Background: an optimization exercise with open tools, aiming at small area, a short achievable clock period and few clock cycles per item. Do not read the settings as production practice.
The RTL was checked by simulation tests, not by an equivalence proof against the original design.
Power is estimated from default activity; no workload was simulated.

== green ==
// sha256_lane
module sha256_lane (
    input  wire         clk,
    input  wire         rst,
    input  wire         in_valid,
    output wire         in_ready,
    input  wire [31:0]  in_data,
    input  wire         in_last,
    input  wire [2:0]   in_nbytes,
    output wire         out_valid,
    output wire [255:0] out_digest
);
    localparam [31:0] IV0 = 32'h6a09e667, IV1 = 32'hbb67ae85,
                      IV2 = 32'h3c6ef372, IV3 = 32'ha54ff53a,
                      IV4 = 32'h510e527f, IV5 = 32'h9b05688c,
                      IV6 = 32'h1f83d9ab, IV7 = 32'h5be0cd19;
    function [31:0] rotr(input [31:0] x, input integer n);
        rotr = (x >> n) | (x << (32 - n));
    endfunction
    function [31:0] kconst(input [5:0] t);
        case (t)
            6'd0: kconst = 32'h428a2f98; 6'd1: kconst = 32'h71374491;
            6'd2: kconst = 32'hb5c0fbcf; 6'd3: kconst = 32'he9b5dba5;
            6'd4: kconst = 32'h3956c25b; 6'd5: kconst = 32'h59f111f1;
            6'd6: kconst = 32'h923f82a4; 6'd7: kconst = 32'hab1c5ed5;
            6'd8: kconst = 32'hd807aa98; 6'd9: kconst = 32'h12835b01;
            6'd10: kconst = 32'h243185be; 6'd11: kconst = 32'h550c7dc3;
            6'd12: kconst = 32'h72be5d74; 6'd13: kconst = 32'h80deb1fe;
            6'd14: kconst = 32'h9bdc06a7; 6'd15: kconst = 32'hc19bf174;
            6'd16: kconst = 32'he49b69c1; 6'd17: kconst = 32'hefbe4786;
            6'd18: kconst = 32'h0fc19dc6; 6'd19: kconst = 32'h240ca1cc;
            6'd20: kconst = 32'h2de92c6f; 6'd21: kconst = 32'h4a7484aa;
            6'd22: kconst = 32'h5cb0a9dc; 6'd23: kconst = 32'h76f988da;
            6'd24: kconst = 32'h983e5152; 6'd25: kconst = 32'ha831c66d;
            6'd26: kconst = 32'hb00327c8; 6'd27: kconst = 32'hbf597fc7;
  ...
For scale: roughly 6000 cells after synthesis, about 1200 flip-flops, about 300 I/O pins, about 56000 um^2 of cells after synthesis.
Settings: LEC_CHECK=0, CAP_MARGIN=30, CORE_MARGIN=2, CORE_UTILIZATION=30, PLACE_DENSITY=0.55, SLEW_MARGIN=40; clock period 10.0 ns.
run.sh (not shown) runs the stock make flow with config.mk's settings and CLKGATE_MAP_FILE= SYNTH_SCRIPT=/design/flow/synth_recipe.tcl, a recipe that flattens the netlist after the stock synthesis.
green: all stages complete, timing, DRC and antenna checks passed
Testbench counts of green, summed over its fixed seeds: cycles 1,484,944, bytes 1,481,700.
> inputs changed (green -> purple)
# green
export LEC_CHECK = 0
export CAP_MARGIN = 30
export CORE_MARGIN = 2
export CORE_UTILIZATION = 30
export PLACE_DENSITY = 0.55
export SLEW_MARGIN = 40
create_clock -name core_clock -period 10.0 [get_ports {clk}]
# purple
export LEC_CHECK = 0
export CAP_MARGIN = 30
export CORE_MARGIN = 2
export CORE_UTILIZATION = 30
export PLACE_DENSITY = 0.55
export SETUP_SLACK_MARGIN = 5
export SLEW_MARGIN = 40
create_clock -name core_clock -period 10.0 [get_ports {clk}]
==> flow/flow/run.sh (new file) <==
#!/bin/bash
# Standard ORFS layout with two changes to how it is built:
#  - ports are buffered with the smallest buffer (buf_1) rather than the one
#    buffer_ports picks by default;
#  - clock tree synthesis inserts no dummy load cells.
set -euo pipefail
export BUFFER_PORTS_ARGS="-buffer_cell sky130_fd_sc_hd__buf_1"
export CTS_ARGS="-sink_clustering_enable -repair_clock_nets -dont_use_dummy_load"
bash standard.sh > standard.log 2>&1
==> flow/standard.sh (new file) <==
#!/bin/bash
# synth_recipe.tcl (not shown) runs the flow's synth.tcl, then flattens the netlist and writes it again
# the make line also repeats each setting of config.mk as NAME=value (left out here)
make -C /OpenROAD-flow-scripts/flow DESIGN_CONFIG=/design/flow/config.mk WORK_HOME=/design/flow/orfs CLKGATE_MAP_FILE= SYNTH_SCRIPT=/design/flow/synth_recipe.tcl "${@:-finish}"
removed: flow/run.sh
## What came out
STATUS final worst hold slack: purple loses against green. Higher worst-case setup margin in the final layout goes to purple over green. The number of buffers inserted during clock tree synthesis in purple was higher than what green gave. green → purple: power per standard cell area fell 2.0%; largest clock skew in the final design has increased; final cycle utilization of the critical path -17 points; fraction of area in registers moved up; post-layout total power moved down.

========
Another version of the RTL of sha256_lane (not shown whole).
Size in the first run: roughly 7900 cells after synthesis, roughly 300 I/O pins.
==> flow/config.mk <==
export PLATFORM = sky130hd
export DESIGN_NAME = sha256_lane
export DESIGN_NICKNAME = sha256_lane
export VERILOG_FILES = /design/flow/design.v
export SDC_FILE = /design/flow/constraint.sdc
export NUM_CORES = 4
export LEC_CHECK = 0
export ABC_AREA = 1
export CAP_MARGIN = 30
export CORE_MARGIN = 2
export CORE_UTILIZATION = 45
export PLACE_DENSITY = 0.65
export SETUP_SLACK_MARGIN = 5
export SLEW_MARGIN = 40
==> flow/constraint.sdc <==
create_clock -name core_clock -period 10.0 [get_ports {clk}]
set_input_delay 2.0000 -clock core_clock [delete_from_list [all_inputs] [get_ports {clk}]]
set_output_delay 2.0000 -clock core_clock [all_outputs]
set_load 0.01 [all_outputs]
standard.sh (not shown) runs the stock make flow with config.mk's settings and CLKGATE_MAP_FILE= SYNTH_SCRIPT=/design/flow/synth_recipe.tcl, a recipe that flattens the netlist after the stock synthesis.
==> flow/flow/run.sh <==
#!/bin/bash
# Standard ORFS layout with three changes to how it is built:
#  - synthesis maps adders with ABC like the rest of the logic instead of
#    extracting full and half adder cells (ADDER_MAP_FILE empty); the
#    registers are the standard synthesis's;
#  - ports are buffered with the smallest buffer (buf_1) rather than the one
#    buffer_ports picks by default;
#  - clock tree synthesis inserts no dummy load cells and builds the tree
#    from clkbuf_8 cells, each leaf buffer driving up to 14 flip-flops.
set -euo pipefail
export ADDER_MAP_FILE=
export BUFFER_PORTS_ARGS="-buffer_cell sky130_fd_sc_hd__buf_1"
export CTS_ARGS="-sink_clustering_enable -repair_clock_nets -dont_use_dummy_load -buf_list {sky130_fd_sc_hd__clkbuf_8} -sink_clustering_size 14 -sink_clustering_max_diameter 80"
bash standard.sh > standard.log 2>&1
The starting point completed without violations.
Testbench counts at the start, summed over its fixed seeds: cycles 1,485,080, bytes 1,481,700.
Change:
==> flow/flow/run.sh (replaced) <==
#!/bin/bash
# Standard ORFS layout with four changes to how it is built:
#  - synthesis maps adders with ABC like the rest of the logic instead of
#    extracting full and half adder cells (ADDER_MAP_FILE empty); the
#    registers are the standard synthesis's;
#  - ports are buffered with the smallest buffer (buf_1) rather than the one
#    buffer_ports picks by default;
#  - clock tree synthesis inserts no dummy load cells and builds the tree
#    from clkbuf_8 cells, each leaf buffer driving up to 14 flip-flops;
#  - timing repair aims for 6.5 ns of setup slack (the clock and its
#    constraints are unchanged; this only makes repair work harder).
set -euo pipefail
export ADDER_MAP_FILE=
export BUFFER_PORTS_ARGS="-buffer_cell sky130_fd_sc_hd__buf_1"
export CTS_ARGS="-sink_clustering_enable -repair_clock_nets -dont_use_dummy_load -buf_list {sky130_fd_sc_hd__clkbuf_8} -sink_clustering_size 14 -sink_clustering_max_diameter 80"
export SETUP_SLACK_MARGIN=6.5
bash standard.sh > standard.log 2>&1
- SETUP_SLACK_MARGIN: 5 -> default
After rerunning: Worst setup slack improves by 1100 ps; final area climbs by roughly a tenth; maximum frequency came out higher by a quarter to a third; count of clock-buffer cells in the layout stays the same; total power rose by roughly a tenth; area after synthesis is unchanged.

## afterwards: timing with drivers on the ports
Ports are ideal in the flow. The routed layouts listed here were re-timed in OpenROAD.
Step 1: set_driving_cell puts a clkbuf_16 on clk and a buf_2 on each other input, an assumption about the parent block.
Step 2, shift: input delay + t, output delay - t, t = (earliest + latest rising clock arrival at the registers) / 2. This alone moves slack from input paths to output paths.
Three values: ideal ports, drivers, drivers and shift; two values: the first two.
run	t, ns	setup slack, ns	worst hold slack (ns)	worst data-port slew with drivers (ns)
green	0.881	3.137 / 3.137 / 2.713	0.300 / 0.300 / 0.300	0.04
purple	0.854	4.808 / 4.808 / 4.265	0.248 / 0.248 / 0.248	0.11
the first run of note 2	0.907	5.234 / 5.234 / 5.234	0.300 / 0.300 / 0.300	0.10
the second run of note 2	0.914	6.379 / 6.379 / 5.692	0.304 / 0.304 / 0.304	0.11
After both steps setup and hold are still met in every run listed. The setup slack of the second run of note 2, which loses most, moves by 0.000 ns with the drivers and by -0.687 ns with both steps.
